Background: an optimization exercise with open tools, aiming at small area, a short achievable clock period and few clock cycles per item. Do not read the settings as production practice.
Only simulation tests tie the RTL to the original design; equivalence was not proved.

==> inputs of violet <==
## pol_charge_unit
module pol_charge_unit (
    input  wire         clk,
    input  wire         rst,           
    input  wire         in_valid,
    output wire         in_ready,
    input  wire [114:0] in_cfg,        
    input  wire [39:0]  in_tc,         
    input  wire [39:0]  in_tp,         
    input  wire [51:0]  in_last,       
    input  wire [15:0]  in_bytes,      
    input  wire [63:0]  in_ts,         
    output wire         out_valid,
    input  wire         out_ready,
    output wire [1:0]   out_colour,    
    output wire         out_drop,      
    output wire [39:0]  out_tc,
    output wire [39:0]  out_tp,
    output wire [51:0]  out_last
);
==> flow/config.mk <==
export PLATFORM = sky130hd
export DESIGN_NAME = pol_charge_unit
export DESIGN_NICKNAME = pol_charge_unit
export VERILOG_FILES = /design/flow/design.v
export SDC_FILE = /design/flow/constraint.sdc
export NUM_CORES = 4
export LEC_CHECK = 0
export ABC_CLOCK_PERIOD_IN_PS = 4000
export CAP_MARGIN = 20
export CORE_MARGIN = 2
export CORE_UTILIZATION = 70
export PLACE_DENSITY = 0.8
export SETUP_SLACK_MARGIN = 5
export SLEW_MARGIN = 20
export TNS_END_PERCENT = 0
==> flow/constraint.sdc <==
create_clock -name core_clock -period 11.0 [get_ports {clk}]
set_input_delay 2.2000 -clock core_clock [delete_from_list [all_inputs] [get_ports {clk}]]
set_output_delay 2.2000 -clock core_clock [all_outputs]
set_load 0.01 [all_outputs]
standard.sh (not shown) runs the stock make flow with config.mk's settings and CLKGATE_MAP_FILE= SYNTH_SCRIPT=/design/flow/synth_recipe.tcl, a recipe that flattens the netlist after the stock synthesis.
==> flow/flow/run.sh <==
#!/bin/bash
# The standard layout, with three changes:
#  - port buffers are plain buffer cells (buf_1) instead of the delay cell
#    that buffer_ports picks by default;
#  - the clock tree uses larger sink clusters, no dummy loads;
#  - after the standard synthesis, flow/polar.py flips full adders (and swaps a gate for its complement where that serves) whose
#    inputs or outputs go through inverters (FA(~a,~b,~c) = (~s,~co)), which
#    removes inverter pairs the adder extraction leaves; registers and their
#    names are untouched.
set -euo pipefail
export BUFFER_PORTS_ARGS="-buffer_cell sky130_fd_sc_hd__buf_1"
export CTS_ARGS="-sink_clustering_enable -repair_clock_nets -dont_use_dummy_load -sink_clustering_size 16 -sink_clustering_max_diameter 60 -buf_list {sky130_fd_sc_hd__clkbuf_8}"
bash standard.sh synth > synth.log 2>&1
R=orfs/results/sky130hd/pol_charge_unit/base
cp "$R/1_2_yosys.v" polar_in.v
python3 flow/polar.py polar_in.v polar_out.v > polar.log 2>&1
cp polar_out.v "$R/1_2_yosys.v"
rm -f "$R/1_synth.odb" "$R/1_synth.sdc"
bash standard.sh > standard.log 2>&1
==> flow/flow/polar.py <==
#!/usr/bin/env python3
"""Flip full adders to cancel inverters: FA(~a,~b,~c) = (~s,~co).
usage: polar.py in.v out.v   (flat gate-level netlist from yosys write_verilog -noattr)"""
import re, sys, collections
INV='sky130_fd_sc_hd__inv_1'
P='sky130_fd_sc_hd__'
SWAP={}
for a,b in [('and2_1','nand2_1'),('or2_1','nor2_1'),('xor2_1','xnor2_1'),('and3_1','nand3_1'),
            ('or3_1','nor3_1'),('a21o_1','a21oi_1'),('o21a_1','o21ai_1'),('a22o_1','a22oi_1'),
            ('o22a_1','o22ai_1'),('a31o_1','a31oi_1'),('and4_1','nand4_1'),('or4_1','nor4_1')]:
    SWAP[P+a]=(P+b,'X','Y'); SWAP[P+b]=(P+a,'Y','X')
AREA={}
_lib=open('/OpenROAD-flow-scripts/flow/platforms/sky130hd/lib/sky130_fd_sc_hd__tt_025C_1v80.lib').read()
for _m in re.finditer(r'cell\s*\(\s*"?(sky130_fd_sc_hd__\w+)"?\s*\)',_lib):
    _a=re.compile(r'area\s*:\s*([\d.]+)').search(_lib,_m.start()); AREA[_m.group(1)]=float(_a.group(1))
AINV=AREA[INV]
FA_T=('sky130_fd_sc_hd__fa_1','sky130_fd_sc_hd__fa_2','sky130_fd_sc_hd__fa_4')
OUTP={'X','Y','Q','SUM','COUT','HI','LO','Q_N'}
src=open(sys.argv[1]).read()
m=re.search(r'(module\s+\w+\s*\(.*?\);)(.*)(endmodule)', src, re.S)
head, body = m.group(1), m.group(2)
# split body into statements
stmts=[s.strip() for s in body.split(';') if s.strip()]
decls=[]; cells={}; order=[]; assigns=[]
cre=re.compile(r'^(sky130_fd_sc_hd__\w+)\s+(\S+)\s*\((.*)\)$', re.S)
for s in stmts:
    mm=cre.match(s)
    if mm:
        typ,name,conn=mm.groups()
        pins=dict((a,b.strip()) for a,b in re.findall(r'\.(\w+)\(([^()]*)\)', conn))
        cells[name]=[typ,pins]; order.append(name)
    elif s.startswith('assign'):
        assigns.append(s)
    else:
        decls.append(s)
ports=set()
for d in decls:
    if d.startswith('output') or d.startswith('input'):
        for nm in re.findall(r'([\w\\\[\]\.$]+)\s*$', d): ports.add(nm)
portnets=set()
for d in decls:
    if d.startswith('output'):
        w=re.match(r'output\s*(\[(\d+):(\d+)\])?\s*(\S+)', d)
        if w.group(1):
            hi,lo=int(w.group(2)),int(w.group(3))
            for i in range(min(hi,lo),max(hi,lo)+1): portnets.add('%s[%d]'%(w.group(4),i))
        else: portnets.add(w.group(4))
anets=set()
for a in assigns:
    for t in re.findall(r'[\w\\$.]+(?:\[\d+\])?', a): anets.add(t)
def build():
    drv={}; loads=collections.defaultdict(list)
    for n,(t,p) in cells.items():
        for pin,net in p.items():
            if pin in OUTP: drv[net]=(n,pin)
            else: loads[net].append((n,pin))
    return drv,loads
newid=[0]
def newnet():
    newid[0]+=1; nm='_polar_n%d_'%newid[0]; decls.append('wire '+nm); return nm
def newinv(a):
    newid[0]+=1; y=newnet(); nm='_polar_i%d_'%newid[0]; cells[nm]=[INV,{'A':a,'Y':y}]; order.append(nm); return y
def fixed(net): return net in portnets or net in anets
def incost(n,drv,loads):
    """area to make ~n available for one load, and how"""
    d=drv.get(n)
    if d and cells[d[0]][0]==INV:
        return (-AINV if (len(loads[n])==1 and not fixed(n)) else 0.0), 'inv'
    if d and cells[d[0]][0] in SWAP and len(loads[n])==1 and not fixed(n):
        t=cells[d[0]][0]; nt=SWAP[t][0]
        return AREA[nt]-AREA[t], 'swap'
    return AINV, 'add'
def gain(f,drv,loads):
    t,p=cells[f]; g=0.0
    for pin in ('A','B','CIN'):
        g-=incost(p[pin],drv,loads)[0]
    for pin in ('SUM','COUT'):
        n=p[pin]; L=loads[n]
        inv=[l for l in L if cells[l[0]][0]==INV and not fixed(cells[l[0]][1]['Y'])]
        non=[l for l in L if l not in inv]
        g+=AINV*len(inv)
        if non or fixed(n): g-=AINV
    return g
def flip(f,drv,loads):
    t,p=cells[f]
    for pin in ('A','B','CIN'):
        n=p[pin]; c,how=incost(n,drv,loads); d=drv.get(n)
        if how=='inv':
            p[pin]=cells[d[0]][1]['A']
            if len(loads[n])==1 and not fixed(n): del cells[d[0]]
        elif how=='swap':
            g=d[0]; gt,gp=cells[g]; nt,op,np_=SWAP[gt]
            net=gp.pop(op); gp[np_]=net; cells[g][0]=nt
        else:
            p[pin]=newinv(n)
    for pin in ('SUM','COUT'):
        n=p[pin]; L=loads[n]
        inv=[l for l in L if cells[l[0]][0]==INV and not fixed(cells[l[0]][1]['Y'])]
        non=[l for l in L if l not in inv]
        # new physical output net carries ~logical
        phys=newnet(); p[pin]=phys
        for (ci,cp) in inv:
            y=cells[ci][1]['Y']
            for (lj,lp) in loads[y]:
                if lj in cells: cells[lj][1][lp]=phys
            del cells[ci]
        if non or fixed(n):
            # rebuild the logical net n from phys via an inverter driving n
            newid[0]+=1; nm='_polar_i%d_'%newid[0]; cells[nm]=[INV,{'A':phys,'Y':n}]; order.append(nm)
ninv0=sum(1 for c in cells.values() if c[0]==INV); area0=sum(AREA.get(c[0],0) for c in cells.values())
for it in range(100):
    drv,loads=build()
    best=[(gain(f,drv,loads),f) for f,(t,p) in cells.items() if t in FA_T]
    best=[b for b in best if b[0]>0.01]
    if not best: break
    best.sort(reverse=True)
    done=set(); cnt=0
    for g,f in best:
        # avoid flipping neighbours in the same round
        t,p=cells[f]
        nb=set(p.values())
        if nb & done: continue
        drv,loads=build()
        if gain(f,drv,loads)<=0.01: continue
        flip(f,drv,loads); cnt+=1
        done |= set(cells[f][1].values()) | nb
    if cnt==0: break
ninv1=sum(1 for c in cells.values() if c[0]==INV)
area1=sum(AREA.get(c[0],0) for c in cells.values())
sys.stderr.write('inverters %d -> %d, cell area %.0f -> %.0f\n'%(ninv0,ninv1,area0,area1))
out=[head]
def esc(x): return x+' ' if x.startswith('\\') else x
for d in decls: out.append('  '+d+' ;')
for n in order:
    if n in cells:
        t,p=cells[n]
        out.append('  %s %s (%s);'%(t,esc(n),', '.join('.%s(%s)'%(k,esc(v)) for k,v in p.items())))
for a in assigns: out.append('  '+a+' ;')
out.append('endmodule')
open(sys.argv[2],'w').write('\n'.join(out)+'\n')
==> indigo (differences from violet) <==
==> flow/flow/run.sh (replaced) <==
#!/bin/bash
# The standard layout, with three changes:
#  - port buffers are plain buffer cells (buf_1) instead of the delay cell
#    that buffer_ports picks by default;
#  - the clock tree uses smaller clock buffers and no dummy loads;
#  - after the standard synthesis, flow/polar.py flips full adders (and swaps a gate for its complement where that serves) whose
#    inputs or outputs go through inverters (FA(~a,~b,~c) = (~s,~co)), which
#    removes inverter pairs the adder extraction leaves; registers and their
#    names are untouched.
set -euo pipefail
export BUFFER_PORTS_ARGS="-buffer_cell sky130_fd_sc_hd__buf_1"
export CTS_ARGS="-sink_clustering_enable -repair_clock_nets -dont_use_dummy_load -buf_list {sky130_fd_sc_hd__clkbuf_4 sky130_fd_sc_hd__clkbuf_8}"
bash standard.sh synth > synth.log 2>&1
R=orfs/results/sky130hd/pol_charge_unit/base
cp "$R/1_2_yosys.v" polar_in.v
python3 flow/polar.py polar_in.v polar_out.v > polar.log 2>&1
cp polar_out.v "$R/1_2_yosys.v"
rm -f "$R/1_synth.odb" "$R/1_synth.sdc"
bash standard.sh > standard.log 2>&1
==> flow/config.mk (replaced) <==
export PLATFORM = sky130hd
export DESIGN_NAME = pol_charge_unit
export DESIGN_NICKNAME = pol_charge_unit
export VERILOG_FILES = /design/flow/design.v
export SDC_FILE = /design/flow/constraint.sdc
export NUM_CORES = 4
export LEC_CHECK = 0
export ABC_CLOCK_PERIOD_IN_PS = 4000
export CAP_MARGIN = 20
export CORE_MARGIN = 2
export CORE_UTILIZATION = 60
export PLACE_DENSITY = 0.7
export SETUP_SLACK_MARGIN = 5
export SLEW_MARGIN = 20
export TNS_END_PERCENT = 0
==> cedar (differences from violet) <==
--- a/flow/design.v
+++ b/flow/design.v
@@ -48,15 +48,14 @@
     reg          a_fast;
     reg  [2:0]   a_ph;
     reg  [5:0]   a_cnt;
     reg  [2:0]   a_rem;
     reg          a_bor;            
     reg          a_nz;             
     reg  [7:0]   a_n;              
-    reg  [7:0]   a_nl;             
     reg          a_refill;         
     reg  [31:0]  a_cinc, a_pinc;
     reg          a_covf, a_povf;   
     reg  [23:0]  a_cbs, a_pbs;
     reg  [1:0]   a_mode;
     reg          a_rd;
     reg  [39:0]  a_tc, a_tp;
@@ -75,32 +74,31 @@
     end endgenerate
     wire [55:0] a_x = {b_bytes[3:0], b_last};
     wire b_free = !b_valid || out_ready;
     wire a_go   = a_valid && fin && b_free;
     wire a_ld   = !a_valid || a_go;
     assign in_ready = a_ld && (fast_q || (!a_valid && b_free));
     wire        slow     = !a_fast;
-    wire        multi   = a_fast && a_refill && a_n[7];
-    wire        fin      = (a_fast && !multi) || (a_ph == P_FIN);
+    wire        fin      = a_fast || (a_ph == P_FIN);
     wire [31:0] ccap = {a_cbs, 8'd0};
     wire [31:0] pcap = {a_pbs, 8'd0};
-    wire        nz   = |a_n[6:0];
+    wire        nz   = |a_n;
     wire [34:0] c_s, c_c, p_s, p_c;
     wire        c_big, p_big;
-    pol_mac mac_c (.q(a_n[6:0]), .inc(a_cinc), .lvl(a_tc[33:0]), .s(c_s), .c(c_c), .big(c_big));
-    pol_mac mac_p (.q(a_n[6:0]), .inc(a_pinc), .lvl(a_tp[33:0]), .s(p_s), .c(p_c), .big(p_big));
+    pol_mac mac_c (.q(a_n), .inc(a_cinc), .lvl(a_tc[33:0]), .s(c_s), .c(c_c), .big(c_big));
+    pol_mac mac_p (.q(a_n), .inc(a_pinc), .lvl(a_tp[33:0]), .s(p_s), .c(p_c), .big(p_big));
     wire [34:0] csum  = c_s + c_c;
     wire [34:0] psum  = p_s + p_c;
     wire [35:0] ccmp  = {1'b0, c_s} + {1'b0, c_c} + {1'b0, 3'h7, ~ccap};
     wire [35:0] pcmp  = {1'b0, p_s} + {1'b0, p_c} + {1'b0, 3'h7, ~pcap};
     wire        csat  = a_refill && ((a_covf && nz) || c_big || (|a_tc[39:34]) || ccmp[35]);
     wire        psat  = a_refill && ((a_povf && nz) || p_big || (|a_tp[39:34]) || pcmp[35]);
     wire [39:0] f_tc  = csat ? {8'd0, ccap} : {a_tc[39:34], csum[33:0]};
     wire [39:0] f_tp  = psat ? {8'd0, pcap} : {a_tp[39:34], psum[33:0]};
-    wire [51:0] f_last = a_last[51:0] + {44'd0, a_nl};
+    wire [51:0] f_last = a_last[51:0] + {44'd0, a_n};
     wire [3:0]  dv_t  = {a_rem, a_x[0]};
     wire        dv_q  = (dv_t >= 4'd5);
     wire [2:0]  dv_r  = dv_q ? dv_t[2:0] - 3'd5 : dv_t[2:0];
     wire        sb_d  = a_x[55] ^ a_last[0] ^ a_bor;
     wire        sb_b  = (!a_x[55] && (a_last[0] || a_bor)) || (a_last[0] && a_bor);
     wire        sb_nz = a_nz || sb_d;
     wire [16:0] lo_c = {1'b0, b_tc[23:8]} - {1'b0, b_bytes};
@@ -150,32 +148,27 @@
             a_fast   <= fast_in;
             a_ph     <= P_DIV;
             a_cnt    <= 6'd0;
             a_rem    <= 3'd0;
             a_bor    <= 1'b0;
             a_nz     <= 1'b0;
             a_n      <= nf_in;
-            a_nl     <= fast_in ? nf_in : 8'd0;
             a_refill <= ref_in;
             a_cinc   <= in_cfg[31:0];
             a_pinc   <= in_cfg[63:32];
             a_covf   <= 1'b0;
             a_povf   <= 1'b0;
             a_cbs    <= in_cfg[87:64];
             a_pbs    <= in_cfg[111:88];
             a_mode   <= in_cfg[113:112];
             a_rd     <= in_cfg[114];
             a_tc     <= in_tc;
             a_tp     <= in_tp;
             a_last   <= {4'd0, in_last};
             a_bytes  <= in_bytes;
-        end else if (multi) begin
-            a_tc <= f_tc;
-            a_tp <= f_tp;
-            a_n  <= (a_n[6:0] == 7'd127) ? 8'd1 : 8'd255;
         end else if (slow) begin
             case (a_ph)
                 P_DIV: begin
                     a_rem <= dv_r;
                     {b_bytes[3:0], b_last} <= {dv_q, a_x[55:1]};
                     a_cnt <= a_cnt + 6'd1;
                     if (a_cnt == 6'd55) begin
@@ -232,37 +225,41 @@
     assign out_colour = colour;
     assign out_drop   = (colour == 2'd2) && b_rd;
     assign out_tc     = sub_c ? dc : b_tc;
     assign out_tp     = sub_p ? dp : b_tp;
     assign out_last   = b_last;
 endmodule
 module pol_mac (
-    input  wire [6:0]  q,
+    input  wire [7:0]  q,
     input  wire [31:0] inc,
     input  wire [33:0] lvl,
     output wire [34:0] s,
     output wire [34:0] c,
     output wire        big
 );
     wire [34:0] r0 = {3'd0, q[0] ? inc        : 32'd0};
     wire [34:0] r1 = {3'd0, q[1] ? inc[30:0]  : 31'd0, 1'd0};
     wire [34:0] r2 = {3'd0, q[2] ? inc[29:0]  : 30'd0, 2'd0};
     wire [34:0] r3 = {3'd0, q[3] ? inc[28:0]  : 29'd0, 3'd0};
     wire [34:0] r4 = {3'd0, q[4] ? inc[27:0]  : 28'd0, 4'd0};
     wire [34:0] r5 = {3'd0, q[5] ? inc[26:0]  : 27'd0, 5'd0};
     wire [34:0] r6 = {3'd0, q[6] ? inc[25:0]  : 26'd0, 6'd0};
-    wire [34:0] r7 = {1'd0, lvl};
+    wire [34:0] r7 = {3'd0, q[7] ? inc[24:0]  : 25'd0, 7'd0};
+    wire [34:0] r8 = {1'd0, lvl};
     assign big = (q[1] && inc[31]) || (q[2] && |inc[31:30]) || (q[3] && |inc[31:29]) ||
-                 (q[4] && |inc[31:28]) || (q[5] && |inc[31:27]) || (q[6] && |inc[31:26]);
+                 (q[4] && |inc[31:28]) || (q[5] && |inc[31:27]) || (q[6] && |inc[31:26]) ||
+                 (q[7] && |inc[31:25]);
     wire [34:0] a0 = r0 ^ r1 ^ r2;
     wire [34:0] a1 = {((r0 & r1) | (r0 & r2) | (r1 & r2)), 1'b0};
     wire [34:0] a2 = r3 ^ r4 ^ r5;
     wire [34:0] a3 = {((r3 & r4) | (r3 & r5) | (r4 & r5)), 1'b0};
+    wire [34:0] a4 = r6 ^ r7 ^ r8;
+    wire [34:0] a5 = {((r6 & r7) | (r6 & r8) | (r7 & r8)), 1'b0};
     wire [34:0] b0 = a0 ^ a1 ^ a2;
     wire [34:0] b1 = {((a0 & a1) | (a0 & a2) | (a1 & a2)), 1'b0};
-    wire [34:0] b2 = a3 ^ r6 ^ r7;
-    wire [34:0] b3 = {((a3 & r6) | (a3 & r7) | (r6 & r7)), 1'b0};
+    wire [34:0] b2 = a3 ^ a4 ^ a5;
+    wire [34:0] b3 = {((a3 & a4) | (a3 & a5) | (a4 & a5)), 1'b0};
     wire [34:0] d0 = b0 ^ b1 ^ b2;
     wire [34:0] d1 = {((b0 & b1) | (b0 & b2) | (b1 & b2)), 1'b0};
     assign s = d0 ^ d1 ^ b3;
     assign c = {((d0 & d1) | (d0 & b3) | (d1 & b3)), 1'b0};
 endmodule
==> flow/flow/run.sh (replaced) <==
#!/bin/bash
# The standard layout, with three changes:
#  - port buffers are plain buffer cells (buf_1) instead of the delay cell
#    that buffer_ports picks by default;
#  - the clock tree uses smaller clock buffers and no dummy loads;
#  - after the standard synthesis, flow/polar.py flips full adders whose
#    inputs or outputs go through inverters (FA(~a,~b,~c) = (~s,~co)), which
#    removes inverter pairs the adder extraction leaves; registers and their
#    names are untouched.
set -euo pipefail
export BUFFER_PORTS_ARGS="-buffer_cell sky130_fd_sc_hd__buf_1"
export CTS_ARGS="-sink_clustering_enable -repair_clock_nets -dont_use_dummy_load -buf_list {sky130_fd_sc_hd__clkbuf_4 sky130_fd_sc_hd__clkbuf_8}"
bash standard.sh synth > synth.log 2>&1
R=orfs/results/sky130hd/pol_charge_unit/base
cp "$R/1_2_yosys.v" polar_in.v
python3 flow/polar.py polar_in.v polar_out.v > polar.log 2>&1
cp polar_out.v "$R/1_2_yosys.v"
rm -f "$R/1_synth.odb" "$R/1_synth.sdc"
bash standard.sh > standard.log 2>&1
==> flow/flow/polar.py (replaced) <==
#!/usr/bin/env python3
"""Flip full adders to cancel inverters: FA(~a,~b,~c) = (~s,~co).
usage: polar.py in.v out.v   (flat gate-level netlist from yosys write_verilog -noattr)"""
import re, sys, collections
INV='sky130_fd_sc_hd__inv_1'
FA_T=('sky130_fd_sc_hd__fa_1','sky130_fd_sc_hd__fa_2','sky130_fd_sc_hd__fa_4')
OUTP={'X','Y','Q','SUM','COUT','HI','LO','Q_N'}
src=open(sys.argv[1]).read()
m=re.search(r'(module\s+\w+\s*\(.*?\);)(.*)(endmodule)', src, re.S)
head, body = m.group(1), m.group(2)
# split body into statements
stmts=[s.strip() for s in body.split(';') if s.strip()]
decls=[]; cells={}; order=[]; assigns=[]
cre=re.compile(r'^(sky130_fd_sc_hd__\w+)\s+(\S+)\s*\((.*)\)$', re.S)
for s in stmts:
    mm=cre.match(s)
    if mm:
        typ,name,conn=mm.groups()
        pins=dict((a,b.strip()) for a,b in re.findall(r'\.(\w+)\(([^()]*)\)', conn))
        cells[name]=[typ,pins]; order.append(name)
    elif s.startswith('assign'):
        assigns.append(s)
    else:
        decls.append(s)
ports=set()
for d in decls:
    if d.startswith('output') or d.startswith('input'):
        for nm in re.findall(r'([\w\\\[\]\.$]+)\s*$', d): ports.add(nm)
portnets=set()
for d in decls:
    if d.startswith('output'):
        w=re.match(r'output\s*(\[(\d+):(\d+)\])?\s*(\S+)', d)
        if w.group(1):
            hi,lo=int(w.group(2)),int(w.group(3))
            for i in range(min(hi,lo),max(hi,lo)+1): portnets.add('%s[%d]'%(w.group(4),i))
        else: portnets.add(w.group(4))
anets=set()
for a in assigns:
    for t in re.findall(r'[\w\\$.]+(?:\[\d+\])?', a): anets.add(t)
def build():
    drv={}; loads=collections.defaultdict(list)
    for n,(t,p) in cells.items():
        for pin,net in p.items():
            if pin in OUTP: drv[net]=(n,pin)
            else: loads[net].append((n,pin))
    return drv,loads
newid=[0]
def newnet():
    newid[0]+=1; nm='_polar_n%d_'%newid[0]; decls.append('wire '+nm); return nm
def newinv(a):
    newid[0]+=1; y=newnet(); nm='_polar_i%d_'%newid[0]; cells[nm]=[INV,{'A':a,'Y':y}]; order.append(nm); return y
def fixed(net): return net in portnets or net in anets
def gain(f,drv,loads):
    t,p=cells[f]; g=0
    for pin in ('A','B','CIN'):
        n=p[pin]
        d=drv.get(n)
        if d and cells[d[0]][0]==INV:
            if len(loads[n])==1 and not fixed(n): g+=1
        else: g-=1
    for pin in ('SUM','COUT'):
        n=p[pin]; L=loads[n]
        inv=[l for l in L if cells[l[0]][0]==INV and not fixed(cells[l[0]][1]['Y'])]
        non=[l for l in L if l not in inv]
        g+=len(inv)
        if non or fixed(n): g-=1
    return g
def flip(f,drv,loads):
    t,p=cells[f]
    for pin in ('A','B','CIN'):
        n=p[pin]; d=drv.get(n)
        if d and cells[d[0]][0]==INV:
            p[pin]=cells[d[0]][1]['A']
            if len(loads[n])==1 and not fixed(n): del cells[d[0]]
        else:
            p[pin]=newinv(n)
    for pin in ('SUM','COUT'):
        n=p[pin]; L=loads[n]
        inv=[l for l in L if cells[l[0]][0]==INV and not fixed(cells[l[0]][1]['Y'])]
        non=[l for l in L if l not in inv]
        # new physical output net carries ~logical
        phys=newnet(); p[pin]=phys
        for (ci,cp) in inv:
            y=cells[ci][1]['Y']
            for (lj,lp) in loads[y]:
                if lj in cells: cells[lj][1][lp]=phys
            del cells[ci]
        if non or fixed(n):
            # rebuild the logical net n from phys via an inverter driving n
            newid[0]+=1; nm='_polar_i%d_'%newid[0]; cells[nm]=[INV,{'A':phys,'Y':n}]; order.append(nm)
ninv0=sum(1 for c in cells.values() if c[0]==INV)
for it in range(50):
    drv,loads=build()
    best=[(gain(f,drv,loads),f) for f,(t,p) in cells.items() if t in FA_T]
    best=[b for b in best if b[0]>0]
    if not best: break
    best.sort(reverse=True)
    done=set(); cnt=0
    for g,f in best:
        # avoid flipping neighbours in the same round
        t,p=cells[f]
        nb=set(p.values())
        if nb & done: continue
        drv,loads=build()
        if gain(f,drv,loads)<=0: continue
        flip(f,drv,loads); cnt+=1
        done |= set(cells[f][1].values()) | nb
    if cnt==0: break
ninv1=sum(1 for c in cells.values() if c[0]==INV)
sys.stderr.write('inverters %d -> %d\n'%(ninv0,ninv1))
out=[head]
def esc(x): return x+' ' if x.startswith('\\') else x
for d in decls: out.append('  '+d+' ;')
for n in order:
    if n in cells:
        t,p=cells[n]
        out.append('  %s %s (%s);'%(t,esc(n),', '.join('.%s(%s)'%(k,esc(v)) for k,v in p.items())))
for a in assigns: out.append('  '+a+' ;')
out.append('endmodule')
open(sys.argv[2],'w').write('\n'.join(out)+'\n')
==> flow/config.mk (replaced) <==
export PLATFORM = sky130hd
export DESIGN_NAME = pol_charge_unit
export DESIGN_NICKNAME = pol_charge_unit
export VERILOG_FILES = /design/flow/design.v
export SDC_FILE = /design/flow/constraint.sdc
export NUM_CORES = 4
export LEC_CHECK = 0
export ABC_CLOCK_PERIOD_IN_PS = 4000
export CAP_MARGIN = 20
export CORE_MARGIN = 2
export CORE_UTILIZATION = 60
export PLACE_DENSITY = 0.7
export SETUP_SLACK_MARGIN = 4.5
export SLEW_MARGIN = 20
export TNS_END_PERCENT = 10
==> results.cfg <==
[run_status]
status = finished clean

[critical_path]
reg2reg_slack_ns = 3.93
worstSetupPathDepth = 11

[global_routing]
track_usage = 0.3455

[routing]
wl_per_cell_um = 22.48

[cells_and_area]
multi_input_area_sq_um = 28520
diodes = 13
ff_latch_area_sq_um = 12620

[placement]
place_congestion = 0.9351

[die]
die_width_um = 273.3

[timing]
fin_crit_sh = 0.6500

[synth]
synth_fp_nets = 5559
[end of results for cedar]
==> results.cfg <==
[placement]
place_congestion = 0.9485

[run_status]
status = finished clean

[die]
die_width_um = 251.0
die_y_um = 251.0

[cells_and_area]
diodes = 10
multi_input_area_sq_um = 27300

[critical_path]
reg2reg_slack_ns = 3.95
worstSetupPathDepth = 14

[synth]
synth_fp_nets = 5365

[routing]
wl_per_cell_um = 22.02

[timing]
fin_crit_sh = 0.6606

[global_routing]
track_usage = 0.3816
[end of results for violet]
==> results.cfg <==
[routing]
wl_per_cell_um = 21.83

[die]
die_width_um = 270.8

[synth]
synth_fp_nets = 5365

[cells_and_area]
multi_input_area_sq_um = 27240
diodes = 12

[run_status]
status = finished clean

[placement]
place_congestion = 0.9635

[critical_path]
reg2reg_slack_ns = 3.88
[end of results for indigo]
Testbench counts of violet, summed over its fixed seeds: cycles 1,606, items 1,536.
Testbench counts of indigo, summed over its fixed seeds: cycles 1,606, items 1,536.
Testbench counts of cedar, summed over its fixed seeds: cycles 1,600, items 1,536.

-- static timing again, ports no longer ideal --
No port has a modelled driver above. Below, the same layouts with a new extraction and two added sets of constraints. Step 1 (the two cells are an assumption about what drives the block):
set clk [get_ports {clk}]
set_driving_cell -lib_cell sky130_fd_sc_hd__clkbuf_16 $clk
set_driving_cell -lib_cell sky130_fd_sc_hd__buf_2 [delete_from_list [all_inputs] $clk]
Step 2, shift: input delay + t, output delay - t, t = (earliest + latest rising clock arrival at the registers) / 2. This alone moves slack from input paths to output paths. Slacks: no drivers / after step 1 / after step 2; pairs: no drivers / after step 1.
run	t, ns	setup WS [ns]	worst hold slack (ns)	latest minus earliest clock arrival (ns)	worst slew at a driven data input, ns
violet	0.702	3.734 / 3.690 / 3.329	0.427 / 0.427 / 0.427	0.077 / 0.077	0.15
indigo	0.732	3.707 / 3.657 / 3.289	0.398 / 0.398 / 0.398	0.077 / 0.076	0.14
cedar	0.764	3.850 / 3.827 / 3.400	0.423 / 0.423 / 0.423	0.068 / 0.068	0.12
After both steps every run listed still meets setup and hold. For cedar, which loses most, drivers alone change the setup slack by -0.023 ns; drivers and shift together by -0.450 ns.
